Source: an optimization exercise on an open RTL-to-GDS flow (aim: small area, a short achievable clock period and few clock cycles per item). Production flows keep margins and buffers that such runs may drop. RTL that was checked went through simulation tests only; none was proved equivalent to the original. No functional check of the RTL was part of runs 2 and 3.

==> flow/design.v <==
module rafter_level (
    input  wire        clk,
    input  wire        rst,
    input  wire        in_valid,
    output wire        in_ready,
    input  wire [9:0]  floor_lvl,
    input  wire [9:0]  intensity,
    input  wire [9:0]  wave_min,
    input  wire [9:0]  wave_max,
    input  wire        c0_hit,
    input  wire [9:0]  c0_level,
    input  wire        c1_hit,
    input  wire [9:0]  c1_level,
    input  wire        follow,
    input  wire [15:0] y,
    input  wire [15:0] yage,
    input  wire [15:0] dl_timeout,
    input  wire [9:0]  dl_lo,
    input  wire [9:0]  dl_hi,
    input  wire [9:0]  dl_min,
    input  wire [15:0] ramp_up,
    input  wire [15:0] ramp_down,
    input  wire [9:0]  deadband,
    input  wire [15:0] refresh,
    input  wire        tick,
    input  wire [15:0] l_in,
    input  wire [9:0]  last_sent_in,
    input  wire        c0_active_in,
    input  wire        pending_in,
    input  wire        refresh_only_in,
    input  wire [15:0] refresh_tmr_in,
    output reg         out_valid,
    input  wire        out_ready,
    output wire [15:0] l_out,
    output wire [9:0]  last_sent_out,
    output wire        c0_active_out,
    output wire        pending_out,
    output wire        refresh_only_out,
    output wire [15:0] refresh_tmr_out,
    output wire        released
);
    function [16:0] add16(input [15:0] a, input [15:0] b, input ci);
        integer k;
        reg c;
        begin
            c = ci;
            for (k = 0; k < 16; k = k + 1) begin
                add16[k] = a[k] ^ b[k] ^ c;
                c = (a[k] & b[k]) | (a[k] & c) | (b[k] & c);
            end
            add16[16] = c;
        end
    endfunction
    function ge16(input [15:0] a, input [15:0] b);
        integer k;
        reg c;
        begin
            c = 1'b1;
            for (k = 0; k < 16; k = k + 1)
                c = (a[k] & ~b[k]) | (a[k] & c) | (~b[k] & c);
            ge16 = c;
        end
    endfunction
    function ge16t(input [15:0] a, input [15:0] b);
        integer k, w;
        reg [15:0] g, e;
        begin
            g = a & ~b;
            e = ~(a ^ b);
            for (w = 1; w < 16; w = w * 2)
                for (k = 0; k < 16; k = k + 2 * w) begin
                    g[k] = g[k + w] | (e[k + w] & g[k]);
                    e[k] = e[k + w] & e[k];
                end
            ge16t = g[0] | e[0];
        end
    endfunction
    function [12:0] add12g(input [11:0] a, input [11:0] b, input ci);
        integer k;
        reg [11:0] g, p;
        reg c, c1;
        begin
            g = a & b;
            p = a ^ b;
            c = ci;
            for (k = 0; k < 12; k = k + 2) begin
                add12g[k] = p[k] ^ c;
                c1 = g[k] | (p[k] & c);
                add12g[k + 1] = p[k + 1] ^ c1;
                c = (g[k + 1] | (p[k + 1] & g[k])) | ((p[k + 1] & p[k]) & c);
            end
            add12g[12] = c;
        end
    endfunction
    function [16:0] add16g(input [15:0] a, input [15:0] b, input ci);
        integer k;
        reg [15:0] g, p;
        reg c, c1;
        begin
            g = a & b;
            p = a ^ b;
            c = ci;
            for (k = 0; k < 16; k = k + 2) begin
                add16g[k] = p[k] ^ c;
                c1 = g[k] | (p[k] & c);
                add16g[k + 1] = p[k + 1] ^ c1;
                c = (g[k + 1] | (p[k + 1] & g[k])) | ((p[k + 1] & p[k]) & c);
            end
            add16g[16] = c;
        end
    endfunction
    function ge16g(input [15:0] a, input [15:0] b);
        integer k;
        reg [15:0] g, p;
        reg c;
        begin
            g = a & ~b;
            p = a | ~b;
            c = 1'b1;
            for (k = 0; k < 16; k = k + 2)
                c = (g[k + 1] | (p[k + 1] & g[k])) | ((p[k + 1] & p[k]) & c);
            ge16g = c;
        end
    endfunction
    function [24:0] add24g(input [23:0] a, input [23:0] b, input ci);
        integer k;
        reg [23:0] g, p;
        reg c, c1;
        begin
            g = a & b;
            p = a ^ b;
            c = ci;
            for (k = 0; k < 24; k = k + 2) begin
                add24g[k] = p[k] ^ c;
                c1 = g[k] | (p[k] & c);
                add24g[k + 1] = p[k + 1] ^ c1;
                c = (g[k + 1] | (p[k + 1] & g[k])) | ((p[k + 1] & p[k]) & c);
            end
            add24g[24] = c;
        end
    endfunction
    function [3:0] cmp4gt(input [15:0] a, input [15:0] b);
        integer k, i;
        reg g;
        begin
            for (k = 0; k < 4; k = k + 1) begin
                g = 1'b0;
                for (i = 0; i < 4; i = i + 1)
                    g = (a[4 * k + i] & ~b[4 * k + i]) | (~(a[4 * k + i] ^ b[4 * k + i]) & g);
                cmp4gt[k] = g;
            end
        end
    endfunction
    function [3:0] cmp4eq(input [15:0] a, input [15:0] b);
        integer k;
        begin
            for (k = 0; k < 4; k = k + 1)
                cmp4eq[k] = a[4 * k +: 4] == b[4 * k +: 4];
        end
    endfunction
    function [12:0] add12s(input [11:0] a, input [11:0] b, input ci);
        integer k, l, w;
        reg [12:0] g, p, gg, pp;
        begin
            g = {a & b, ci};
            p = {a ^ b, 1'b0};
            gg = g;
            pp = p;
            for (l = 0; l < 4; l = l + 1) begin
                w = 1 << l;
                for (k = 0; k < 13; k = k + 1)
                    if ((k / w) % 2 == 1) begin
                        gg[k] = gg[k] | (pp[k] & gg[(k / w) * w - 1]);
                        pp[k] = pp[k] & pp[(k / w) * w - 1];
                    end
            end
            for (k = 0; k < 12; k = k + 1)
                add12s[k] = p[k + 1] ^ gg[k];
            add12s[12] = gg[12];
        end
    endfunction
    function [12:0] add12(input [11:0] a, input [11:0] b, input ci);
        reg [16:0] t;
        begin
            t = add16({4'd0, a}, {4'd0, b}, ci);
            add12 = t[12:0];
        end
    endfunction
    function [19:0] mul10cs(input [9:0] a, input [9:0] b);
        integer r;
        reg [19:0] s, c, pp, t;
        begin
            s = {10'd0, a & {10{b[0]}}};
            c = 20'd0;
            for (r = 1; r < 10; r = r + 1) begin
                pp = {10'd0, a & {10{b[r]}}} << r;
                t = s ^ c ^ pp;
                c = ((s & c) | (s & pp) | (c & pp)) << 1;
                s = t;
            end
            mul10cs = add24g({4'd0, s}, {4'd0, c}, 1'b0);
        end
    endfunction
    function [19:0] mul10(input [9:0] a, input [9:0] b);
        integer r, k;
        reg [19:0] acc;
        reg c, p, s;
        begin
            acc = {10'd0, a & {10{b[0]}}};
            for (r = 1; r < 10; r = r + 1) begin
                c = 1'b0;
                for (k = 0; k < 10; k = k + 1) begin
                    p = a[k] & b[r];
                    s = acc[r + k] ^ p ^ c;
                    c = (acc[r + k] & p) | (acc[r + k] & c) | (p & c);
                    acc[r + k] = s;
                end
                acc[r + 10] = c;
            end
            mul10 = acc;
        end
    endfunction
    reg  h_v, k_v;
    reg  rdy;                       
    wire adv = !k_v;
    assign in_ready = rdy;
    reg  [2:0] vld;
    always @(posedge clk) begin
        if (rst) vld <= 0;
        else if (adv) vld <= {vld[1:0], in_valid};
    end
    wire x_v = vld[2];
    wire [9:0] i_floor_lvl = floor_lvl;
    wire [9:0] i_intensity = intensity;
    wire [9:0] i_wave_min = wave_min;
    wire [9:0] i_wave_max = wave_max;
    wire [0:0] i_c0_hit = c0_hit;
    wire [9:0] i_c0_level = c0_level;
    wire [0:0] i_c1_hit = c1_hit;
    wire [9:0] i_c1_level = c1_level;
    wire [0:0] i_follow = follow;
    wire [15:0] i_y = y;
    wire [15:0] i_yage = yage;
    wire [15:0] i_dl_timeout = dl_timeout;
    wire [9:0] i_dl_lo = dl_lo;
    wire [9:0] i_dl_hi = dl_hi;
    wire [9:0] i_dl_min = dl_min;
    wire [15:0] i_ramp_up = ramp_up;
    wire [15:0] i_ramp_down = ramp_down;
    wire [9:0] i_deadband = deadband;
    wire [15:0] i_refresh = refresh;
    wire [0:0] i_tick = tick;
    wire [15:0] i_l_in = l_in;
    wire [9:0] i_last_sent_in = last_sent_in;
    wire [0:0] i_c0_active_in = c0_active_in;
    wire [0:0] i_pending_in = pending_in;
    wire [0:0] i_refresh_only_in = refresh_only_in;
    wire [15:0] i_refresh_tmr_in = refresh_tmr_in;
    wire [9:0] ls = c0 ? i_c0_level : i_last_sent_in;
    wire [0:0] c0 = i_c0_hit;
    wire [0:0] ref_nz = i_refresh != 16'd0;
    wire [9:0] crng = ~i_dl_min;
    wire [9:0] db = i_deadband;
    wire [9:0] wi = i_intensity;
    wire [9:0] flr = i_c1_hit ? i_c1_level : i_floor_lvl;
    wire [0:0] ceil_pre = !i_c0_hit && !i_c1_hit && i_follow && i_y[15];
    wire [3:0] to_gt = cmp4gt(i_dl_timeout, i_yage);
    wire [3:0] to_eq = cmp4eq(i_dl_timeout, i_yage);
    reg  [9:0] i_wave_min_p1;
    reg  [9:0] i_wave_max_p1;
    reg  [0:0] i_c1_hit_p1;
    reg  [15:0] i_y_p1;
    reg  [9:0] i_dl_lo_p1;
    reg  [9:0] i_dl_hi_p1;
    reg  [15:0] i_ramp_up_p1;
    reg  [15:0] i_ramp_down_p1;
    reg  [0:0] i_tick_p1;
    reg  [15:0] i_l_in_p1;
    reg  [0:0] i_c0_active_in_p1;
    reg  [0:0] i_pending_in_p1;
    reg  [0:0] i_refresh_only_in_p1;
    reg  [15:0] i_refresh_tmr_in_p1;
    reg  [9:0] ls_p1;
    reg  [0:0] c0_p1;
    reg  [0:0] ref_nz_p1;
    reg  [9:0] crng_p1;
    reg  [9:0] db_p1;
    reg  [9:0] wi_p1;
    reg  [9:0] flr_p1;
    reg  [0:0] ceil_pre_p1;
    reg  [3:0] to_gt_p1;
    reg  [3:0] to_eq_p1;
    always @(posedge clk) if (adv) begin
        i_wave_min_p1 <= i_wave_min;
        i_wave_max_p1 <= i_wave_max;
        i_c1_hit_p1 <= i_c1_hit;
        i_y_p1 <= i_y;
        i_dl_lo_p1 <= i_dl_lo;
        i_dl_hi_p1 <= i_dl_hi;
        i_ramp_up_p1 <= i_ramp_up;
        i_ramp_down_p1 <= i_ramp_down;
        i_tick_p1 <= i_tick;
        i_l_in_p1 <= i_l_in;
        i_c0_active_in_p1 <= i_c0_active_in;
        i_pending_in_p1 <= i_pending_in;
        i_refresh_only_in_p1 <= i_refresh_only_in;
        i_refresh_tmr_in_p1 <= i_refresh_tmr_in;
        ls_p1 <= ls;
        c0_p1 <= c0;
        ref_nz_p1 <= ref_nz;
        crng_p1 <= crng;
        db_p1 <= db;
        wi_p1 <= wi;
        flr_p1 <= flr;
        ceil_pre_p1 <= ceil_pre;
        to_gt_p1 <= to_gt;
        to_eq_p1 <= to_eq;
    end
    wire [0:0] rel = !c0_p1 && i_c0_active_in_p1;
    wire [0:0] due = ref_nz_p1 && (i_refresh_tmr_in_p1 == 16'd0 || (i_tick_p1 && i_refresh_tmr_in_p1 == 16'd1));
    wire [0:0] p_b = !c0_p1 && (due || i_pending_in_p1);
    wire [0:0] r_b = !c0_p1 && ((due && !i_pending_in_p1) || i_refresh_only_in_p1);
    wire [16:0] ws_s = add16g({6'd0, i_wave_max_p1}, {6'h3f, ~i_wave_min_p1}, 1'b1);
    wire [9:0] ws = ws_s[9:0];
    wire [0:0] i_nz = !i_c1_hit_p1 && |wi_p1;
    wire [16:0] tmr_s = add16(i_refresh_tmr_in_p1, 16'hffff, 1'b0);
    wire [15:0] tmr = (!c0_p1 && i_tick_p1 && i_refresh_tmr_in_p1 != 16'd0) ? tmr_s[15:0] : i_refresh_tmr_in_p1;
    wire [16:0] up_s = add16(i_l_in_p1, i_ramp_up_p1, 1'b0);
    wire [16:0] dn_s = add16(i_l_in_p1, ~i_ramp_down_p1, 1'b1);
    wire [15:0] l_hi = (i_ramp_up_p1 == 16'd0 || up_s[16]) ? 16'hffff : up_s[15:0];
    wire [15:0] l_lo = (i_ramp_down_p1 == 16'd0 || !dn_s[16]) ? 16'h0000 : dn_s[15:0];
    wire [0:0] ceil_on = ceil_pre_p1 && (to_gt_p1[3] || (to_eq_p1[3] && (to_gt_p1[2] || (to_eq_p1[2] && (to_gt_p1[1] || (to_eq_p1[1] && (to_gt_p1[0] || to_eq_p1[0])))))));
    wire [16:0] sp_s = add16g({6'd0, i_dl_hi_p1}, {6'h3f, ~i_dl_lo_p1}, 1'b1);
    wire [16:0] yo_s = add16g({6'd0, i_y_p1[9:0]}, {6'h3f, ~i_dl_lo_p1}, 1'b1);
    wire [0:0] y_gt_lo = !ge16g({6'd0, i_dl_lo_p1}, {6'd0, i_y_p1[9:0]});
    wire [0:0] y_ge_hi = ge16g({6'd0, i_y_p1[9:0]}, {6'd0, i_dl_hi_p1});
    wire [9:0] nsp = ~sp_s[9:0];
    wire [9:0] yc = !(ceil_on && y_gt_lo) ? 10'd0 : y_ge_hi ? sp_s[9:0] : yo_s[9:0];
    wire [19:0] wx = mul10cs(ws, wi_p1);
    wire [0:0] wc = ge16g({6'd0, wx[9:0]}, {6'd0, ~wx[19:10]});
    wire [16:0] wv_s = add16g({6'd0, i_wave_min_p1}, {6'd0, wx[19:10]}, wc);
    wire [9:0] wv = wv_s[9:0] & {10{i_nz}};
    wire [9:0] pre = ge16g({6'd0, wv}, {6'd0, flr_p1}) ? wv : flr_p1;
    wire [19:0] cn = mul10cs(yc, crng_p1);
    wire [9:0] cnh = cn[19:10];
    wire [0:0] cb0 = cn[0];
    wire [0:0] cb1 = cn[1];
    wire [0:0] cb2 = cn[2];
    wire [0:0] cb3 = cn[3];
    wire [0:0] cb4 = cn[4];
    wire [0:0] cb5 = cn[5];
    wire [0:0] cb6 = cn[6];
    wire [0:0] cb7 = cn[7];
    wire [0:0] cb8 = cn[8];
    wire [0:0] cb9 = cn[9];
    wire [12:0] ds9 = add12s({1'b0, cnh, cb9}, {2'b01, nsp}, 1'b1);
    wire [0:0] q9 = ds9[11];
    wire [9:0] rm9 = q9 ? ds9[9:0] : {cnh[8:0], cb9};
    wire [12:0] ds8 = add12s({1'b0, rm9, cb8}, {2'b01, nsp}, 1'b1);
    wire [0:0] q8 = ds8[11];
    wire [9:0] rm8 = q8 ? ds8[9:0] : {rm9[8:0], cb8};
    reg  [9:0] ls_p2;
    reg  [0:0] c0_p2;
    reg  [0:0] rel_p2;
    reg  [0:0] p_b_p2;
    reg  [0:0] r_b_p2;
    reg  [9:0] db_p2;
    reg  [15:0] tmr_p2;
    reg  [15:0] l_hi_p2;
    reg  [15:0] l_lo_p2;
    reg  [9:0] nsp_p2;
    reg  [9:0] pre_p2;
    reg  [0:0] cb0_p2;
    reg  [0:0] cb1_p2;
    reg  [0:0] cb2_p2;
    reg  [0:0] cb3_p2;
    reg  [0:0] cb4_p2;
    reg  [0:0] cb5_p2;
    reg  [0:0] cb6_p2;
    reg  [0:0] cb7_p2;
    reg  [0:0] q9_p2;
    reg  [0:0] q8_p2;
    reg  [9:0] rm8_p2;
    always @(posedge clk) if (adv) begin
        ls_p2 <= ls_p1;
        c0_p2 <= c0_p1;
        rel_p2 <= rel;
        p_b_p2 <= p_b;
        r_b_p2 <= r_b;
        db_p2 <= db_p1;
        tmr_p2 <= tmr;
        l_hi_p2 <= l_hi;
        l_lo_p2 <= l_lo;
        nsp_p2 <= nsp;
        pre_p2 <= pre;
        cb0_p2 <= cb0;
        cb1_p2 <= cb1;
        cb2_p2 <= cb2;
        cb3_p2 <= cb3;
        cb4_p2 <= cb4;
        cb5_p2 <= cb5;
        cb6_p2 <= cb6;
        cb7_p2 <= cb7;
        q9_p2 <= q9;
        q8_p2 <= q8;
        rm8_p2 <= rm8;
    end
    wire [12:0] ds7 = add12s({1'b0, rm8_p2, cb7_p2}, {2'b01, nsp_p2}, 1'b1);
    wire [0:0] q7 = ds7[11];
    wire [9:0] rm7 = q7 ? ds7[9:0] : {rm8_p2[8:0], cb7_p2};
    wire [12:0] ds6 = add12s({1'b0, rm7, cb6_p2}, {2'b01, nsp_p2}, 1'b1);
    wire [0:0] q6 = ds6[11];
    wire [9:0] rm6 = q6 ? ds6[9:0] : {rm7[8:0], cb6_p2};
    wire [12:0] ds5 = add12s({1'b0, rm6, cb5_p2}, {2'b01, nsp_p2}, 1'b1);
    wire [0:0] q5 = ds5[11];
    wire [9:0] rm5 = q5 ? ds5[9:0] : {rm6[8:0], cb5_p2};
    wire [12:0] ds4 = add12s({1'b0, rm5, cb4_p2}, {2'b01, nsp_p2}, 1'b1);
    wire [0:0] q4 = ds4[11];
    wire [9:0] rm4 = q4 ? ds4[9:0] : {rm5[8:0], cb4_p2};
    wire [12:0] ds3 = add12s({1'b0, rm4, cb3_p2}, {2'b01, nsp_p2}, 1'b1);
    wire [0:0] q3 = ds3[11];
    wire [9:0] rm3 = q3 ? ds3[9:0] : {rm4[8:0], cb3_p2};
    reg  [9:0] ls_p3;
    reg  [0:0] c0_p3;
    reg  [0:0] rel_p3;
    reg  [0:0] p_b_p3;
    reg  [0:0] r_b_p3;
    reg  [9:0] db_p3;
    reg  [15:0] tmr_p3;
    reg  [15:0] l_hi_p3;
    reg  [15:0] l_lo_p3;
    reg  [9:0] nsp_p3;
    reg  [9:0] pre_p3;
    reg  [0:0] cb0_p3;
    reg  [0:0] cb1_p3;
    reg  [0:0] cb2_p3;
    reg  [0:0] q9_p3;
    reg  [0:0] q8_p3;
    reg  [0:0] q7_p3;
    reg  [0:0] q6_p3;
    reg  [0:0] q5_p3;
    reg  [0:0] q4_p3;
    reg  [0:0] q3_p3;
    reg  [9:0] rm3_p3;
    always @(posedge clk) if (adv) begin
        ls_p3 <= ls_p2;
        c0_p3 <= c0_p2;
        rel_p3 <= rel_p2;
        p_b_p3 <= p_b_p2;
        r_b_p3 <= r_b_p2;
        db_p3 <= db_p2;
        tmr_p3 <= tmr_p2;
        l_hi_p3 <= l_hi_p2;
        l_lo_p3 <= l_lo_p2;
        nsp_p3 <= nsp_p2;
        pre_p3 <= pre_p2;
        cb0_p3 <= cb0_p2;
        cb1_p3 <= cb1_p2;
        cb2_p3 <= cb2_p2;
        q9_p3 <= q9_p2;
        q8_p3 <= q8_p2;
        q7_p3 <= q7;
        q6_p3 <= q6;
        q5_p3 <= q5;
        q4_p3 <= q4;
        q3_p3 <= q3;
        rm3_p3 <= rm3;
    end
    wire [12:0] ds2 = add12({1'b0, rm3_p3, cb2_p3}, {2'b01, nsp_p3}, 1'b1);
    wire [0:0] q2 = ds2[11];
    wire [9:0] rm2 = q2 ? ds2[9:0] : {rm3_p3[8:0], cb2_p3};
    wire [12:0] ds1 = add12({1'b0, rm2, cb1_p3}, {2'b01, nsp_p3}, 1'b1);
    wire [0:0] q1 = ds1[11];
    wire [9:0] rm1 = q1 ? ds1[9:0] : {rm2[8:0], cb1_p3};
    wire [12:0] ds0 = add12({1'b0, rm1, cb0_p3}, {2'b01, nsp_p3}, 1'b1);
    wire [0:0] q0 = ds0[11];
    wire [10:0] ub = add16({6'd0, ls_p3}, {6'd0, db_p3}, 1'b0);
    wire [10:0] lbv = add16({6'd0, ls_p3}, {6'h3f, ~db_p3}, 1'b1);
    wire [9:0] ceiling = ~{q9_p3, q8_p3, q7_p3, q6_p3, q5_p3, q4_p3, q3_p3, q2, q1, q0};
    wire [9:0] target = ge16g({6'd0, pre_p3}, {6'd0, ceiling}) ? ceiling : pre_p3;
    wire [0:0] below = !ge16g({target, 6'd0}, l_lo_p3);
    wire [0:0] above = !ge16g({6'd0, l_hi_p3[15:6]}, {6'd0, target});
    wire [15:0] l_ramp = below ? l_lo_p3 : above ? l_hi_p3 : {target, 6'd0};
    wire [9:0] lvl = l_ramp[15:6];
    wire [15:0] l_new = c0_p3 ? {ls_p3, 6'd0} : l_ramp;
    wire [0:0] fd = ge16g({6'd0, lvl}, {5'd0, ub}) || (!lbv[10] && ge16g({6'd0, lbv[9:0]}, {6'd0, lvl}));
    wire [0:0] eq = lvl == target && lvl != ls_p3;
    wire [0:0] other = rel_p3 || fd || eq;
    wire [0:0] pend = !c0_p3 && (other || p_b_p3);
    wire [0:0] ronly = !c0_p3 && !other && r_b_p3;
    reg  [15:0] h_l_out, k_l_out;
    reg  [9:0] h_last_sent_out, k_last_sent_out;
    reg  [0:0] h_c0_active_out, k_c0_active_out;
    reg  [0:0] h_pending_out, k_pending_out;
    reg  [0:0] h_refresh_only_out, k_refresh_only_out;
    reg  [15:0] h_refresh_tmr_out, k_refresh_tmr_out;
    reg  [0:0] h_released, k_released;
    wire h_free = !h_v || out_ready;
    always @(posedge clk) begin
        if (rst) begin
            h_v <= 1'b0;
            k_v <= 1'b0;
            rdy <= 1'b1;
        end else if (h_free) begin
            h_v <= k_v || x_v;
            k_v <= 1'b0;
            rdy <= 1'b1;
        end else if (!k_v && x_v) begin
            k_v <= 1'b1;
            rdy <= 1'b0;
        end
    end
    always @(posedge clk) if (h_free) begin
        h_l_out <= k_v ? k_l_out : l_new;
        h_last_sent_out <= k_v ? k_last_sent_out : ls_p3;
        h_c0_active_out <= k_v ? k_c0_active_out : c0_p3;
        h_pending_out <= k_v ? k_pending_out : pend;
        h_refresh_only_out <= k_v ? k_refresh_only_out : ronly;
        h_refresh_tmr_out <= k_v ? k_refresh_tmr_out : tmr_p3;
        h_released <= k_v ? k_released : rel_p3;
    end
    always @(posedge clk) if (!k_v) begin
        k_l_out <= l_new;
        k_last_sent_out <= ls_p3;
        k_c0_active_out <= c0_p3;
        k_pending_out <= pend;
        k_refresh_only_out <= ronly;
        k_refresh_tmr_out <= tmr_p3;
        k_released <= rel_p3;
    end
    always @(*) out_valid = h_v;
    assign l_out = h_l_out;
    assign last_sent_out = h_last_sent_out;
    assign c0_active_out = h_c0_active_out;
    assign pending_out = h_pending_out;
    assign refresh_only_out = h_refresh_only_out;
    assign refresh_tmr_out = h_refresh_tmr_out;
    assign released = h_released;
endmodule
==> flow/run.sh <==
#!/bin/bash
# synth_recipe.tcl (not shown) runs the flow's synth.tcl, then flattens the netlist and writes it again
# the make line also repeats each setting of config.mk as NAME=value (left out here)
make -C /OpenROAD-flow-scripts/flow DESIGN_CONFIG=/design/flow/config.mk WORK_HOME=/design/flow/orfs CLKGATE_MAP_FILE= SYNTH_SCRIPT=/design/flow/synth_recipe.tcl finish
==> flow/config.mk <==
export PLATFORM = sky130hd
export DESIGN_NAME = rafter_level
export DESIGN_NICKNAME = rafter_level
export VERILOG_FILES = /design/flow/design.v
export SDC_FILE = /design/flow/constraint.sdc
export NUM_CORES = 4
export LEC_CHECK = 0
export ABC_AREA = 1
export CAP_MARGIN = 20
export CORE_MARGIN = 2
export CORE_UTILIZATION = 40
export CTS_CLUSTER_DIAMETER = 100
export CTS_CLUSTER_SIZE = 26
export SLEW_MARGIN = 20
==> flow/constraint.sdc <==
create_clock -name core_clock -period 70.0 [get_ports {clk}]
set_input_delay 14.0000 -clock core_clock [delete_from_list [all_inputs] [get_ports {clk}]]
set_output_delay 14.0000 -clock core_clock [all_outputs]
set_load 0.01 [all_outputs]
==> metrics.md, run 1 <==
| Metric | Value |
|---|---|
| Outcome | complete, no violations |
| Synth top area cells | edfxtp_1, fa_1, nand2_1 |
| Synth area leader | edfxtp_1 |
| Post-CTS Setup Inserts | 0 |
| Synthesis-to-finish area growth | 16.5% |
| DR vias | 19,700 |
| Vias/cell | 4.64 |
| Multiplexer share of the synthesized area | less than 1% |
| Top-area cell type share of the netlist area | 43.7% |
| Fraction of registers with async set/reset | 0% |
| # rows | approximately 100 |
| Most frequent cells in the layout | nand2_1, inv_1, edfxtp_1 |
| Setup Crit Path Kind | flop to output port |
| Clock Pin Slew Worst Setup and Hold Paths | about 0.1 ns |
| Crit start category | flop |
| Post-synthesis simple-gate area fraction | between 10 and 15% |
| Setup crit end kind | output port |
| Die ar. | roughly 0.08 mm2 |
| Sequential fraction of the synthesis area | 47.1% |
| Grt ovf | 0 |
| H-tree depth | 1 |
| Achievable Freq | 64.0 MHz |
| Synth Net Count | 3,597 |
| Rel. slew slack | roughly 28% |
| Initial core utilization | between 40 and 50% |
| RSZ-0062 raised after global routing | no |
| CTS tree | yes |
| Iteration-0 DRC count of the detailed router | 960 |
| Worst path slowest cell | clkdlybuf4s50_1 |
| Largest family of logic cells by synthesized area | adder cells |
| Die height | about 280 um |
| Min Hold Slack | 0.415 ns |
| Tmin final | 15.62 ns |
| Placed insts | 4,183 |
| Seq. cell area | approximately 0.015 mm2 |
| NumNets Final | around 3,900 |
| Core ar. | approximately 0.076 mm2 |
| Critical-path maximum fanout | 1 |
| Yosys warning count | 1 |
| Max stage delay on crit path | 0.62 ns |
| # port buffers | 291 |
| Mapped Cells | a little under 3,000 |
| Top_reg_cell synth | edfxtp_1 |
| Post-CTS resize count | 0 |
| Gr usage total | between 15 and 20% |
| Final-layout fill cell count | just over 7,000 |
| Synth Area in Adders | between 20% and 30% |
| Layout Cells excl Fill | between 4,000 and 5,000 |
| Routed Antenna Nets | 0 |
| Crit path cell chain | clkdlybuf4s50_1 |
| Period utilisation layout | around 22% |
| Final Util | 47.2% |
| Fin. max-slew vios | 0 |
| DRC | 0 |
| Final setup viols | 0 |
| Max-Cap Viols | 0 |
| DP HPWL | 49,800 um |
| Crit path DAT | 1.62 ns |
| CTS Buf Count | 29 |
| Vias in the first global route | approximately 20,000 |
| Area of the multi-input gates | around 0.014 mm2 |
| Hold Vio Cnt, Final | 0 |
| Synth Area in XOR/XNOR | under 10% |
| Clock sinks | approximately 500 |
| Hold Crit Class | flop to flop |
| TNS Setup | 0 ns |
| WL final | ~62,000 um |
| Largest net degree at the start of global routing | about 140 |
| Slew @ Worst Pin | 1.08 ns |
| Cts hold-fix bufs | 0 |
| Clock buffer depth | 3 |
| N_diodes | 0 |
| WL per Instance | between 10 and 15 um |
| Clock Skew | roughly 0.034 ns |
| Clock Latency Late Sink | between 0.6 and 0.7 ns |
| Synth cell types | slightly below 60 |
| Global-route wire length before repair | approximately 100,000 um |
| Die width | between 200 and 300 um |
| Gp weighted congestion | 0.844 |
| Synth Register Bits | roughly 500 |
| Synthesized cell area | slightly above 0.03 mm2 |
| Layout cells sized above 1 | roughly 4.2% |
| Clk root buf | clkbuf_16 |
| CP Buf/Inv Count | 1 |
| Critical Path RT | between 50 and 60 ns |
| Syn avg cell area | about 11 um2 |
| Ports | approximately 300 |
| Initial antenna violation count | 2 |
| Drt first pass iters | 7 |
| EDFF count, synth | 450 |
| Cell family with most CP delay | buffers and inverters |
| Compound-cell area share of the yosys netlist | 6.15% |
| Commonest non-fill, non-tap cell in the layout | nand2_1 |
final timing paths:
path / from / to / slack [ns] / depth (start not counted)
max: h_pending_out / pending_out / 54.38 / 1
min: pre_p2[5] / pre_p3[5] / 0.42 / 0
max reg2reg: i_y_p1[1] / rm8_p2[8] / 55.05 / 57
min reg2reg: pre_p2[5] / pre_p3[5] / 0.42 / 0
final cells by class:
type	instances	share of cell area, %
well taps	1030	3.58
multi-input cells	1815	39.2
inverters	535	5.60
clock inverters	16	0.643
clock buffers	38	2.14
flip-flops and latches	502	40.4
repair buffers	303	8.40
state kept, by name, summed over array words and instances, names as in the netlist, 16 cells and up:
| register | count |
|---|---|
| i_l_in_p1 | 16 |
| i_refresh_tmr_in_p1 | 16 |
| tmr_p3 | 16 |
| l_lo_p3 | 16 |
| l_lo_p2 | 16 |
| tmr_p2 | 16 |
| l_hi_p3 | 16 |
| h_l_out | 16 |
| l_hi_p2 | 16 |
| k_l_out | 16 |
| h_refresh_tmr_out | 16 |
| k_refresh_tmr_out | 16 |
| i_ramp_up_p1 | 16 |
| i_ramp_down_p1 | 16 |
cell usage after synthesis, types with 21 or more instances:
cell,count
clkbuf_1,40
nor2_1,159
nand2_1,661
fa_1,259
xnor2_1,29
dfxtp_1,52
mux2_2,21
xor2_1,34
edfxtp_1,450
a21oi_1,72
ha_1,185
o21ai_0,145
nand3_1,74
inv_1,515
cell families after synthesis:
logic type,after synthesis
AOI/OAI and AO/OA,327
xor gates and xnor gates,63
adders and majority gates,446
buffers and inverters,587
DFF,502
muxes,24
and+or+nand+nor,955
metrics by stage:
step	area [um2]	setup slack [ns]
floorplan	30900	54.54
CTS	36000	54.32
global route	36000	53.67
global placement	35000	54.23
finish	36000	54.38
detailed placement	35000	54.22
routing by layer:
| layer | GRT usage, % | share of wire [%] |
|---|---|---|
| met1 | 21.2 | 44 |
| met2 | 28.4 | 51 |
| met3 | 1.59 | 3.1 |
| met4 | 3.22 | 1.9 |
| met5 | 0 | 0 |
Testbench counts, summed over its fixed seeds: cycles 19,232, items 19,200.
==> inputs of run 2 (changes only) <==
--- a/flow/design.v
+++ b/flow/design.v
@@ -158,27 +158,6 @@
                 cmp4eq[k] = a[4 * k +: 4] == b[4 * k +: 4];
         end
     endfunction
-    function [12:0] add12s(input [11:0] a, input [11:0] b, input ci);
-        integer k, l, w;
-        reg [12:0] g, p, gg, pp;
-        begin
-            g = {a & b, ci};
-            p = {a ^ b, 1'b0};
-            gg = g;
-            pp = p;
-            for (l = 0; l < 4; l = l + 1) begin
-                w = 1 << l;
-                for (k = 0; k < 13; k = k + 1)
-                    if ((k / w) % 2 == 1) begin
-                        gg[k] = gg[k] | (pp[k] & gg[(k / w) * w - 1]);
-                        pp[k] = pp[k] & pp[(k / w) * w - 1];
-                    end
-            end
-            for (k = 0; k < 12; k = k + 1)
-                add12s[k] = p[k + 1] ^ gg[k];
-            add12s[12] = gg[12];
-        end
-    endfunction
     function [12:0] add12(input [11:0] a, input [11:0] b, input ci);
         reg [16:0] t;
         begin
@@ -327,8 +306,8 @@
     wire [15:0] tmr = (!c0_p1 && i_tick_p1 && i_refresh_tmr_in_p1 != 16'd0) ? tmr_s[15:0] : i_refresh_tmr_in_p1;
     wire [16:0] up_s = add16(i_l_in_p1, i_ramp_up_p1, 1'b0);
     wire [16:0] dn_s = add16(i_l_in_p1, ~i_ramp_down_p1, 1'b1);
-    wire [15:0] l_hi = (i_ramp_up_p1 == 16'd0 || up_s[16]) ? 16'hffff : up_s[15:0];
-    wire [15:0] l_lo = (i_ramp_down_p1 == 16'd0 || !dn_s[16]) ? 16'h0000 : dn_s[15:0];
+    wire [15:0] l_hi = c0_p1 ? {ls_p1, 6'd0} : (i_ramp_up_p1 == 16'd0 || up_s[16]) ? 16'hffff : up_s[15:0];
+    wire [15:0] l_lo = c0_p1 ? {ls_p1, 6'd0} : (i_ramp_down_p1 == 16'd0 || !dn_s[16]) ? 16'h0000 : dn_s[15:0];
     wire [0:0] ceil_on = ceil_pre_p1 && (to_gt_p1[3] || (to_eq_p1[3] && (to_gt_p1[2] || (to_eq_p1[2] && (to_gt_p1[1] || (to_eq_p1[1] && (to_gt_p1[0] || to_eq_p1[0])))))));
     wire [16:0] sp_s = add16g({6'd0, i_dl_hi_p1}, {6'h3f, ~i_dl_lo_p1}, 1'b1);
     wire [16:0] yo_s = add16g({6'd0, i_y_p1[9:0]}, {6'h3f, ~i_dl_lo_p1}, 1'b1);
@@ -353,10 +332,10 @@
     wire [0:0] cb7 = cn[7];
     wire [0:0] cb8 = cn[8];
     wire [0:0] cb9 = cn[9];
-    wire [12:0] ds9 = add12s({1'b0, cnh, cb9}, {2'b01, nsp}, 1'b1);
+    wire [12:0] ds9 = add12g({1'b0, cnh, cb9}, {2'b01, nsp}, 1'b1);
     wire [0:0] q9 = ds9[11];
     wire [9:0] rm9 = q9 ? ds9[9:0] : {cnh[8:0], cb9};
-    wire [12:0] ds8 = add12s({1'b0, rm9, cb8}, {2'b01, nsp}, 1'b1);
+    wire [12:0] ds8 = add12g({1'b0, rm9, cb8}, {2'b01, nsp}, 1'b1);
     wire [0:0] q8 = ds8[11];
     wire [9:0] rm8 = q8 ? ds8[9:0] : {rm9[8:0], cb8};
     reg  [9:0] ls_p2;
@@ -405,19 +384,19 @@
         q8_p2 <= q8;
         rm8_p2 <= rm8;
     end
-    wire [12:0] ds7 = add12s({1'b0, rm8_p2, cb7_p2}, {2'b01, nsp_p2}, 1'b1);
+    wire [12:0] ds7 = add12g({1'b0, rm8_p2, cb7_p2}, {2'b01, nsp_p2}, 1'b1);
     wire [0:0] q7 = ds7[11];
     wire [9:0] rm7 = q7 ? ds7[9:0] : {rm8_p2[8:0], cb7_p2};
-    wire [12:0] ds6 = add12s({1'b0, rm7, cb6_p2}, {2'b01, nsp_p2}, 1'b1);
+    wire [12:0] ds6 = add12g({1'b0, rm7, cb6_p2}, {2'b01, nsp_p2}, 1'b1);
     wire [0:0] q6 = ds6[11];
     wire [9:0] rm6 = q6 ? ds6[9:0] : {rm7[8:0], cb6_p2};
-    wire [12:0] ds5 = add12s({1'b0, rm6, cb5_p2}, {2'b01, nsp_p2}, 1'b1);
+    wire [12:0] ds5 = add12g({1'b0, rm6, cb5_p2}, {2'b01, nsp_p2}, 1'b1);
     wire [0:0] q5 = ds5[11];
     wire [9:0] rm5 = q5 ? ds5[9:0] : {rm6[8:0], cb5_p2};
-    wire [12:0] ds4 = add12s({1'b0, rm5, cb4_p2}, {2'b01, nsp_p2}, 1'b1);
+    wire [12:0] ds4 = add12g({1'b0, rm5, cb4_p2}, {2'b01, nsp_p2}, 1'b1);
     wire [0:0] q4 = ds4[11];
     wire [9:0] rm4 = q4 ? ds4[9:0] : {rm5[8:0], cb4_p2};
-    wire [12:0] ds3 = add12s({1'b0, rm4, cb3_p2}, {2'b01, nsp_p2}, 1'b1);
+    wire [12:0] ds3 = add12g({1'b0, rm4, cb3_p2}, {2'b01, nsp_p2}, 1'b1);
     wire [0:0] q3 = ds3[11];
     wire [9:0] rm3 = q3 ? ds3[9:0] : {rm4[8:0], cb3_p2};
     reg  [9:0] ls_p3;
@@ -466,24 +445,23 @@
         q3_p3 <= q3;
         rm3_p3 <= rm3;
     end
-    wire [12:0] ds2 = add12({1'b0, rm3_p3, cb2_p3}, {2'b01, nsp_p3}, 1'b1);
+    wire [12:0] ds2 = add12g({1'b0, rm3_p3, cb2_p3}, {2'b01, nsp_p3}, 1'b1);
     wire [0:0] q2 = ds2[11];
     wire [9:0] rm2 = q2 ? ds2[9:0] : {rm3_p3[8:0], cb2_p3};
-    wire [12:0] ds1 = add12({1'b0, rm2, cb1_p3}, {2'b01, nsp_p3}, 1'b1);
+    wire [12:0] ds1 = add12g({1'b0, rm2, cb1_p3}, {2'b01, nsp_p3}, 1'b1);
     wire [0:0] q1 = ds1[11];
     wire [9:0] rm1 = q1 ? ds1[9:0] : {rm2[8:0], cb1_p3};
-    wire [12:0] ds0 = add12({1'b0, rm1, cb0_p3}, {2'b01, nsp_p3}, 1'b1);
+    wire [12:0] ds0 = add12g({1'b0, rm1, cb0_p3}, {2'b01, nsp_p3}, 1'b1);
     wire [0:0] q0 = ds0[11];
     wire [10:0] ub = add16({6'd0, ls_p3}, {6'd0, db_p3}, 1'b0);
     wire [10:0] lbv = add16({6'd0, ls_p3}, {6'h3f, ~db_p3}, 1'b1);
     wire [9:0] ceiling = ~{q9_p3, q8_p3, q7_p3, q6_p3, q5_p3, q4_p3, q3_p3, q2, q1, q0};
-    wire [9:0] target = ge16g({6'd0, pre_p3}, {6'd0, ceiling}) ? ceiling : pre_p3;
-    wire [0:0] below = !ge16g({target, 6'd0}, l_lo_p3);
-    wire [0:0] above = !ge16g({6'd0, l_hi_p3[15:6]}, {6'd0, target});
-    wire [15:0] l_ramp = below ? l_lo_p3 : above ? l_hi_p3 : {target, 6'd0};
-    wire [9:0] lvl = l_ramp[15:6];
-    wire [15:0] l_new = c0_p3 ? {ls_p3, 6'd0} : l_ramp;
-    wire [0:0] fd = ge16g({6'd0, lvl}, {5'd0, ub}) || (!lbv[10] && ge16g({6'd0, lbv[9:0]}, {6'd0, lvl}));
+    wire [9:0] target = ge16({6'd0, pre_p3}, {6'd0, ceiling}) ? ceiling : pre_p3;
+    wire [0:0] below = !ge16({target, 6'd0}, l_lo_p3);
+    wire [0:0] above = !ge16({6'd0, l_hi_p3[15:6]}, {6'd0, target});
+    wire [15:0] l_new = below ? l_lo_p3 : above ? l_hi_p3 : {target, 6'd0};
+    wire [9:0] lvl = l_new[15:6];
+    wire [0:0] fd = ge16({6'd0, lvl}, {5'd0, ub}) || (!lbv[10] && ge16({6'd0, lbv[9:0]}, {6'd0, lvl}));
     wire [0:0] eq = lvl == target && lvl != ls_p3;
     wire [0:0] other = rel_p3 || fd || eq;
     wire [0:0] pend = !c0_p3 && (other || p_b_p3);
==> run 2 against run 1 <==
Compared with the run above: sequential share of layout area decreased by 0.48 points; register-to-register slack better by 0.83 ns; non-clock buffer count down 3; utilization fell by 0.37 points; worst setup slack improved by 0.077 ns; synthesized area increased by 1.9%; cell count rose by 0.75%; global-route usage fell by 0.054 points; highest routed layer unchanged.
==> metrics.md, run 2 <==
| Metric | Value |
|---|---|
| Outcome | complete, no violations |
| TNS Setup | 0 ns (unchanged) |
| Final-layout fill cell count | 7,219 (+2.1%) |
| R2r setup slk | 55.88 ns (+0.83 ns) |
| Die width | 285 um (+0.92%) |
| Global-route wire length before repair | 105,000 um (+3.5%) |
| Die ar. | 0.0810 mm2 (+1.9%) |
| Worst Setup EP | last_sent_out[6] |
| Commonest cells in the synthesized netlist | nand2_1, inv_1, edfxtp_1 |
| Vias in the first global route | 20,100 (+3.1%) |
| NumNets Final | 3,940 (+1.6%) |
| Post-CTS Setup Inserts | 0 (unchanged) |
| Iteration-0 DRC count of the detailed router | 926 (-3.5%) |
| Most frequent cells in the layout | nand2_1, inv_1, edfxtp_1 |
| WL final | 63,400 um (+1.6%) |
| Core ar. | 0.0777 mm2 (+2.0%) |
| Grt ovf | 0 (unchanged) |
| Gr usage total | 15.9% (-0.054 points) |
| Setup crit start | h_last_sent_out[6] |
| CP Depth | 1 (unchanged) |
| Max-Cap Viols | 0 (unchanged) |
| Vias/cell | 4.68 (+1.0%) |
| Hold Vio Cnt, Final | 0 (unchanged) |
| Max stage delay on crit path | 0.55 ns (-0.07 ns) |
| Syn avg cell area | 10.7 um2 (+0.46%) |
| Clock buffer depth | 3 (unchanged) |
| Post-Layout Inst Area | 0.0364 mm2 (+1.2%) |
| Clk root buf | clkbuf_16 |
| Synth Net Count | 3,672 (+2.1%) |
| Setup crit end kind | output port |
| Clock Latency Late Sink | 0.60 ns (-0.03 ns) |
| Initial antenna violation count | 1 (-1) |
| Multiplexer share of the synthesized area | 0.811% (-0.052 points) |
| DRC | 0 (unchanged) |
| N_diodes | 0 (unchanged) |
| Routed Antenna Nets | 0 (unchanged) |
| Final worst slack | 54.45 ns (+0.0774 ns) |
| Layout cells sized above 1 | 4.02% (-0.21 points) |
| CTS tree | yes |
| # rows | 102 (+0.99%) |
| Reg2Reg Depth | 56 (-1.8%) |
| Seq. cell area | 0.0146 mm2 (unchanged) |
| Synth Area in XOR/XNOR | 2.17% (+0.38 points) |
| Cell family with most CP delay | buffers and inverters |
| Drt first pass iters | 5 (-2) |
| Crit path DAT | 1.55 ns (-0.07 ns) |
| Clock Pin Slew Worst Setup and Hold Paths | 0.11 ns (about the same) |
| Hold Crit Class | flop to flop |
| DR vias | 20,000 (+1.8%) |
| Crit start category | flop |
| Worst slack at placement | 54.04 ns (-0.172 ns) |
| Yosys warning count | 1 (unchanged) |
| Top_reg_cell synth | edfxtp_1 |
| EDFF count, synth | 450 (unchanged) |
| Die height | 285 um (+0.92%) |
| CTS Buf Count | 26 (-10%) |
| Slew @ Worst Pin | 1.02 ns (-0.0609 ns) |
| Fraction of registers with async set/reset | 0% (unchanged) |
| Gp weighted congestion | 0.829 (-1.8%) |
| Mapped Cells | 2,945 (+1.4%) |
| Synthesis-to-finish area growth | 15.7% |
| Fin. max-slew vios | 0 (unchanged) |
| Synth Register Bits | 502 (unchanged) |
| Synthesized cell area | 0.0315 mm2 (+1.9%) |
| DP HPWL | 50,400 um (+1.3%) |
| Placed inst area | 0.0355 mm2 (+1.6%) |
| H-tree depth | 1 (unchanged) |
| Ports | 297 (unchanged) |
| Synth cell types | 57 (-1.7%) |
| Top-area cell type share of the netlist area | 42.9% (-0.81 points) |
| Largest net degree at the start of global routing | 200 (+44%) |
| CP Buf/Inv Count | 1 (unchanged) |
| Initial core utilization | 40.5% (-0.046 points) |
| Top-count cell post-synth | nand2_1 |
| # port buffers | 291 (unchanged) |
| Critical Path RT | 56.00 ns (about the same) |
| Setup Crit Path Kind | flop to output port |
| Reg-to-Reg End | rm8_p2[8] |
| Clock Skew | 0.0303 ns (-0.00391 ns) |
| Synth area leader | edfxtp_1 |
| Sequential fraction of the synthesis area | 46.2% (-0.87 points) |
| Post-CTS resize count | 0 (unchanged) |
| Worst path slowest cell | clkdlybuf4s50_1 |
| Rel. slew slack | 32.2% (+4.3 points) |
| Compound-cell area share of the yosys netlist | 6.72% (+0.57 points) |
| RSZ-0062 raised after global routing | no |
| Crit path cell chain | clkdlybuf4s50_1 |
| Post-synthesis simple-gate area fraction | 12.0% (-0.56 points) |
| Synth Area in Adders | 25.1% (+0.77 points) |
| Clock sinks | 502 (unchanged) |
| Placed insts | 4,224 (+0.98%) |
| Synth top area cells | edfxtp_1, fa_1, ha_1 |
| Achievable Freq | 64.3 MHz (+0.50%) |
| Largest family of logic cells by synthesized area | adder cells |
| Critical-path maximum fanout | 1 (unchanged) |
| Reg2reg start | i_y_p1[1] |
| WL per Instance | 14.8 um (+0.84%) |
| Commonest non-fill, non-tap cell in the layout | nand2_1 |
| Area of the multi-input gates | 0.0147 mm2 (+4.4%) |
| Tmin final | 15.55 ns (-0.0774 ns) |
| Layout Cells excl Fill | 4,271 (+0.75%) |
| Period utilisation layout | 22.2% (-0.11 points) |
| Cts hold-fix bufs | 0 (unchanged) |
| Final setup viols | 0 (unchanged) |
[run 2: cell count changes in the layout (fill, tap and decap cells not counted), sizes merged, moves of 8 or more]
cell	before	now
ha	185	222
nor2	159	132
clkinv	14	4
nand2	673	657
inv	535	519
o21ai	173	199
a31oi	2	10
o22ai	16	31
xor2	34	49
[run 2: kinds of logic (layout without fill, tap and decap cells)]
group,after synthesis,after routing
XOR/XNOR,78,78
adder cells (fa/ha/maj),478,478
AND/OR/NAND/NOR,920,920
buffers and inverters,577,863
multiplexers,23,23
flip-flops,502,502
AO/OA/AOI/OAI,367,367
[run 2: worst min path at each step]
stage	start	end	depth (start not counted)
after floorplan	c0_p2	c0_p3	0
after global placement	tmr_p2[6]	tmr_p3[6]	0
after detailed placement	db_p2[6]	db_p3[6]	0
after CTS	ls_p2[5]	ls_p3[5]	0
after global routing	l_lo_p2[0]	l_lo_p3[0]	0
final	db_p2[1]	db_p3[1]	0
[run 2: per-stage QoR]
| step | hold WS [ns] | utilization, % |
|---|---|---|
| final | 0.421 | 46.9 |
| after global routing | 0.426 | 46.9 |
| after CTS | 0.417 | 46.8 |
| after detailed placement | 0.405 | 45.7 |
| after global placement | 0.401 | 45.7 |
| after floorplan | 0.400 | - |
[run 2: cell type report]
| class | count | share of cell area, % |
|---|---|---|
| inverter | 517 | 5.35 |
| clock buffer | 37 | 1.96 |
| timing repair buffer | 300 | 8.27 |
| sequential | 502 | 40.0 |
| clock inverter | 9 | 0.460 |
| multi-input combinational | 1866 | 40.4 |
| tap | 1040 | 3.57 |
[run 2: per-layer routing]
| metal | GRT usage (%) | share of wire [%] |
|---|---|---|
| met1 | 22.0 | 47 |
| met2 | 27.2 | 48 |
| met3 | 1.75 | 3.9 |
| met4 | 3.04 | 1.9 |
| met5 | 0 | 0 |
==> inputs of run 3 (changes only) <==
==> flow/design.v (replaced) <==
module rafter_level (
    input  wire        clk,
    input  wire        rst,
    input  wire        in_valid,
    output wire        in_ready,
    input  wire [9:0]  floor_lvl,        
    input  wire [9:0]  intensity,        
    input  wire [9:0]  wave_min,
    input  wire [9:0]  wave_max,         
    input  wire        c0_hit,           
    input  wire [9:0]  c0_level,
    input  wire        c1_hit,           
    input  wire [9:0]  c1_level,
    input  wire        follow,           
    input  wire [15:0] y,                
    input  wire [15:0] yage,
    input  wire [15:0] dl_timeout,
    input  wire [9:0]  dl_lo,
    input  wire [9:0]  dl_hi,
    input  wire [9:0]  dl_min,
    input  wire [15:0] ramp_up,          
    input  wire [15:0] ramp_down,        
    input  wire [9:0]  deadband,
    input  wire [15:0] refresh,          
    input  wire        tick,             
    input  wire [15:0] l_in,             
    input  wire [9:0]  last_sent_in,
    input  wire        c0_active_in,
    input  wire        pending_in,
    input  wire        refresh_only_in,
    input  wire [15:0] refresh_tmr_in,
    output reg         out_valid,
    input  wire        out_ready,
    output reg  [15:0] l_out,
    output reg  [9:0]  last_sent_out,
    output reg         c0_active_out,
    output reg         pending_out,
    output reg         refresh_only_out,
    output reg  [15:0] refresh_tmr_out,
    output reg         released          
);
    assign in_ready = !out_valid || out_ready;
    wire accept = in_valid && in_ready;
    wire [9:0]  wave_span = wave_max - wave_min;
    wire [19:0] map_prod  = wave_span * intensity;
    wire [19:0] map_quot  = map_prod / 20'd1023;
    wire [9:0]  wv        = (intensity == 10'd0) ? 10'd0 : wave_min + map_quot[9:0];
    wire [9:0]  base_target = (wv > floor_lvl) ? wv : floor_lvl;
    wire [9:0]  y_lvl        = y[9:0];
    wire        ceil_applies = follow && y[15] && (yage <= dl_timeout);
    wire [9:0]  dl_span      = dl_hi - dl_lo;
    wire [9:0]  y_off        = y_lvl - dl_lo;
    wire [9:0]  ceil_range   = 10'd1023 - dl_min;
    wire [19:0] ceil_prod    = y_off * ceil_range;
    wire [19:0] ceil_quot    = ceil_prod / {10'd0, dl_span};
    reg  [9:0]  ceiling;
    always @(*) begin
        if (y_lvl <= dl_lo)
            ceiling = 10'd1023;
        else if (y_lvl >= dl_hi)
            ceiling = dl_min;
        else
            ceiling = 10'd1023 - ceil_quot[9:0];
    end
    reg  [9:0]  target;
    always @(*) begin
        target = base_target;
        if (!c0_hit && !c1_hit && ceil_applies && ceiling < target)
            target = ceiling;
        if (c1_hit)
            target = c1_level;
    end
    wire [15:0] tmr_next = (tick && refresh_tmr_in != 16'd0) ? refresh_tmr_in - 16'd1
                                                             : refresh_tmr_in;
    wire [16:0] t6     = {1'b0, target, 6'b0};
    wire [16:0] l_cur  = {1'b0, l_in};
    wire [16:0] l_up   = l_cur + {1'b0, ramp_up};
    wire [16:0] l_down = l_cur - {1'b0, ramp_down};    
    reg  [16:0] l_new;
    always @(*) begin
        if (t6 > l_cur) begin
            if (ramp_up == 16'd0 || l_up > t6)
                l_new = t6;
            else
                l_new = l_up;
        end else if (t6 < l_cur) begin
            if (ramp_down == 16'd0 || {1'b0, ramp_down} > l_cur - t6)
                l_new = t6;
            else
                l_new = l_down;
        end else begin
            l_new = l_cur;
        end
    end
    wire [9:0]  lvl       = l_new[15:6];
    wire [9:0]  diff      = (lvl > last_sent_in) ? lvl - last_sent_in : last_sent_in - lvl;
    wire        leaving   = c0_active_in;
    wire        other     = leaving || (diff >= deadband) ||
                            (lvl == target && lvl != last_sent_in);
    wire        refr_due  = (refresh != 16'd0) && (tmr_next == 16'd0);
    always @(posedge clk) begin
        if (rst) begin
            out_valid <= 1'b0;
        end else if (accept) begin
            out_valid <= 1'b1;
        end else if (out_ready) begin
            out_valid <= 1'b0;
        end
    end
    always @(posedge clk) begin
        if (accept) begin
            if (c0_hit) begin
                l_out            <= {c0_level, 6'b0};
                last_sent_out    <= c0_level;
                c0_active_out    <= 1'b1;
                pending_out      <= 1'b0;
                refresh_only_out <= 1'b0;
                refresh_tmr_out  <= refresh_tmr_in;
                released         <= 1'b0;
            end else begin
                l_out            <= l_new[15:0];
                last_sent_out    <= last_sent_in;
                c0_active_out    <= 1'b0;
                released         <= leaving;
                refresh_tmr_out  <= tmr_next;
                if (other) begin
                    pending_out      <= 1'b1;
                    refresh_only_out <= 1'b0;
                end else if (refr_due && !pending_in) begin
                    pending_out      <= 1'b1;
                    refresh_only_out <= 1'b1;
                end else begin
                    pending_out      <= pending_in;
                    refresh_only_out <= refresh_only_in;
                end
            end
        end
    end
endmodule
==> flow/config.mk (replaced) <==
export PLATFORM = sky130hd
export DESIGN_NAME = rafter_level
export DESIGN_NICKNAME = rafter_level
export VERILOG_FILES = /design/flow/design.v
export SDC_FILE = /design/flow/constraint.sdc
export NUM_CORES = 4
export LEC_CHECK = 0
export CAP_MARGIN = 20
export CORE_MARGIN = 2
export CORE_UTILIZATION = 40
export SLEW_MARGIN = 20
==> run 3 against run 2 <==
Compared with the run above: still clean on timing, DRC and antenna; worst hold slack better by 0.13 ns; synthesized area down 11%; cell count up 33%; critical path type is now input port to flop; largest cell class unchanged.
==> metrics.md, run 3 <==
| Metric | Value |
|---|---|
| Tmin final | 67.96 ns (+52.42 ns) |
| DR vias | 31,300 (+56%) |
| Gp weighted congestion | 0.942 (+14%) |
| Max-Cap Viols | 0 (unchanged) |
| Crit start category | input port |
| Cell family with most CP delay | compound AO/OA/AOI/OAI gates |
| Drt first pass iters | 7 (+2) |
| Grt ovf | 0 (unchanged) |
| Largest regs | l_out (16), refresh_tmr_out (16), last_sent_out (10) |
| Final setup viols | 0 (unchanged) |
| Period utilisation layout | 97.1% (+75 points) |
| Core ar. | 0.0689 mm2 (-11%) |
| Ports | 297 (unchanged) |
| Clk root buf | clkbuf_16 |
| EDFF count, synth | 46 (-90%) |
| Iteration-0 DRC count of the detailed router | 1,764 (+90%) |
| DRC | 0 (unchanged) |
| Initial antenna violation count | 2 (+1) |
| Routed Antenna Nets | 0 (unchanged) |
| Synth top area cells | ha_1, fa_1, edfxtp_1 |
| DP HPWL | 79,100 um (+57%) |
| NumNets Final | 5,597 (+42%) |
| CTS tree | yes |
| Vias in the first global route | 29,900 (+49%) |
| Fin. max-slew vios | 0 (unchanged) |
| Top-count cell post-synth | ha_1 |
| Achievable Freq | 14.7 MHz (-77%) |
| Clock Pin Slew Worst Setup and Hold Paths | 0.06 ns (-0.05 ns) |
| Yosys warning count | 1 (unchanged) |
| Max stage delay on crit path | 0.62 ns (+0.07 ns) |
| H-tree depth | 2 (+1) |
| Initial core utilization | 40.6% (+0.075 points) |
| Synth Register Bits | 47 (-91%) |
| WL final | 95,900 um (+51%) |
| Rel. slew slack | 24.4% (-7.7 points) |
| Commonest cells in the synthesized netlist | ha_1, inv_1, nand2_1 |
| Mapped Cells | 3,728 (+27%) |
| Slew @ Worst Pin | 1.13 ns (+0.113 ns) |
| # port buffers | 291 (unchanged) |
| Die width | 268 um (-5.6%) |
| Setup Crit Path Kind | input port to flop |
| Synth area leader | ha_1 |
| Outcome | complete, no violations |
| Vias/cell | 5.49 (+17%) |
| Largest net degree at the start of global routing | 52 (-74%) |
| TNS Setup | 0 ns (unchanged) |
| Final Util | 57.7% (+11 points) |
| Clock buffer depth | 2 (-1) |
| Crit-path most repeated cell | o21a_1 |
| Global-route wire length before repair | 151,000 um (+44%) |
| Setup crit end kind | flop |
| Synth Net Count | 4,558 (+24%) |
| Most frequent cells in the layout | buf_4, ha_1, inv_1 |
| Fraction of registers with async set/reset | 0% (unchanged) |
| Cts hold-fix bufs | 0 (unchanged) |
| Clock Latency Late Sink | 0.30 ns (-0.30 ns) |
| Layout cells sized above 1 | 25.8% (+22 points) |
| Clock sinks | 47 (-91%) |
| Critical Path RT | 70.00 ns (+14.00 ns) |
| Synth cell types | 115 (+100%) |
| Critical-path maximum fanout | 6 (+5) |
| N_diodes | 0 (unchanged) |
| WL per Instance | 16.8 um (+13%) |
| Sequential fraction of the synthesis area | 5.01% (-41 points) |
| Top-area cell type share of the netlist area | 20.0% (-23 points) |
| Die height | 268 um (-5.6%) |
| Crit path DAT | 67.97 ns (+66.42 ns) |
| Worst path slowest cell | or4_4 |
| CTS Buf Count | 5 (-81%) |
| Hold Crit Class | flop to flop |
| Top_reg_cell synth | edfxtp_1 |
| CP Buf/Inv Count | 29 (+28) |
| Hold Vio Cnt, Final | 0 (unchanged) |
| Synthesized cell area | 0.0280 mm2 (-11%) |
| Clock Skew | 0.00568 ns (-0.0247 ns) |
| Gr usage total | 25.4% (+9.5 points) |
| Synthesis-to-finish area growth | 42.2% |
| # rows | 96 (-5.9%) |
| Commonest non-fill, non-tap cell in the layout | buf_4 |
| Syn avg cell area | 7.50 um2 (-30%) |
| Die ar. | 0.0721 mm2 (-11%) |
==> run 3: what timing repair did <==
action | 4_1_cts | 5_1_grt
pin swaps | 47 | 221
setup buffers | 48 | 83
endpoints found under the setup margin | 2 | 8
resized for setup | 73 | 284
endpoints found under the hold margin | 0 | 0
gates cloned | 1 | 0
==> run 3: area by class of cell <==
| type | instances | area, um2 |
|---|---|---|
| inverters | 351 | 1320 |
| flip-flops and latches | 47 | 1400 |
| clock buffers | 5 | 125 |
| well taps | 931 | 1160 |
| fillers | 6373 | 29200 |
| multi-input cells | 3240 | 26500 |
| clock inverters | 3 | 23.8 |
| repair buffers | 1122 | 9240 |
==> run 3: worst min-delay path, cell delays in order (launching register included) <==
cell and delay [ns]:
dfxtp_1 0.31, nand2b_1 0.13, a21oi_1 0.08
==> run 3: cells by family after synthesis <==
| family | count (synthesis) | share of synthesized area, % |
|---|---|---|
| xor gates and xnor gates | 215 | 6.73 |
| DFF | 47 | 5.01 |
| adders and majority gates | 582 | 29.6 |
| buffers and inverters | 441 | 6.09 |
| and+or+nand+nor | 1285 | 23.4 |
| AOI/OAI and AO/OA | 1083 | 26.3 |
| muxes | 75 | 2.88 |
==> run 3: metrics by stage <==
step                instance area [um2]  setup slack (ns)  hold WS (ns)  instances
floorplan                         28200            0.0130         0.593       3728
global placement                  37100             -1.75         0.546       5563
detailed placement                37100             -1.95         0.561       5563
CTS                               37900            0.0231         0.569       5620
global route                      39800            -0.656         0.648       5699
finish                            39800              2.04         0.555       5699
==> run 3: metal layers <==
layer	up-vias	global-route usage (%)	share of wire, %	wire length (um)
met4	4	7.88	3.0	2860
met3	131	2.22	5.3	5090
met2	796	42.5	46	43900
met5	-	0	0.024	23
li1	15700	-	-	-
met1	14700	34.7	46	44100
==> run 3: path summary, 6_finish.rpt <==
check / slack [ns] / cells after the start / start / endpoint
max reg2reg: 68.26 / 2 / out_valid / l_out[12]
min reg2reg: 0.55 / 2 / out_valid / out_valid
max: 2.04 / 309 / dl_lo[1] / pending_out
min: 0.55 / 2 / out_valid / out_valid

==> static timing again, ports no longer ideal <==
How much do the figures lean on ideal ports? The routed layouts below were timed once more, with nothing changed but the port constraints. Step 1, drivers: a clkbuf_16 drives clk and a buf_2 each remaining input, both assumed. Step 2 also shifts input and output timing later by t, the mid clock arrival at the registers, as if the neighbouring blocks saw the same clock. a / b / c = no drivers / after step 1 / after step 2; a / b = the first two.
run	shift t [ns]	slack for setup (ns)	slew at the worst register clock pin (ns)	worst data-port slew with drivers (ns)
run 1	0.680	54.376 / 54.314 / 54.279	0.10 / 0.10	0.07
run 2	0.654	54.453 / 54.390 / 54.126	0.11 / 0.11	0.08
run 3	0.335	2.037 / 2.040 / 1.705	0.07 / 0.07	0.13
After both steps every run listed still meets setup and hold. The setup slack of run 3, which loses most, moves by +0.003 ns with the drivers and by -0.332 ns with both steps.
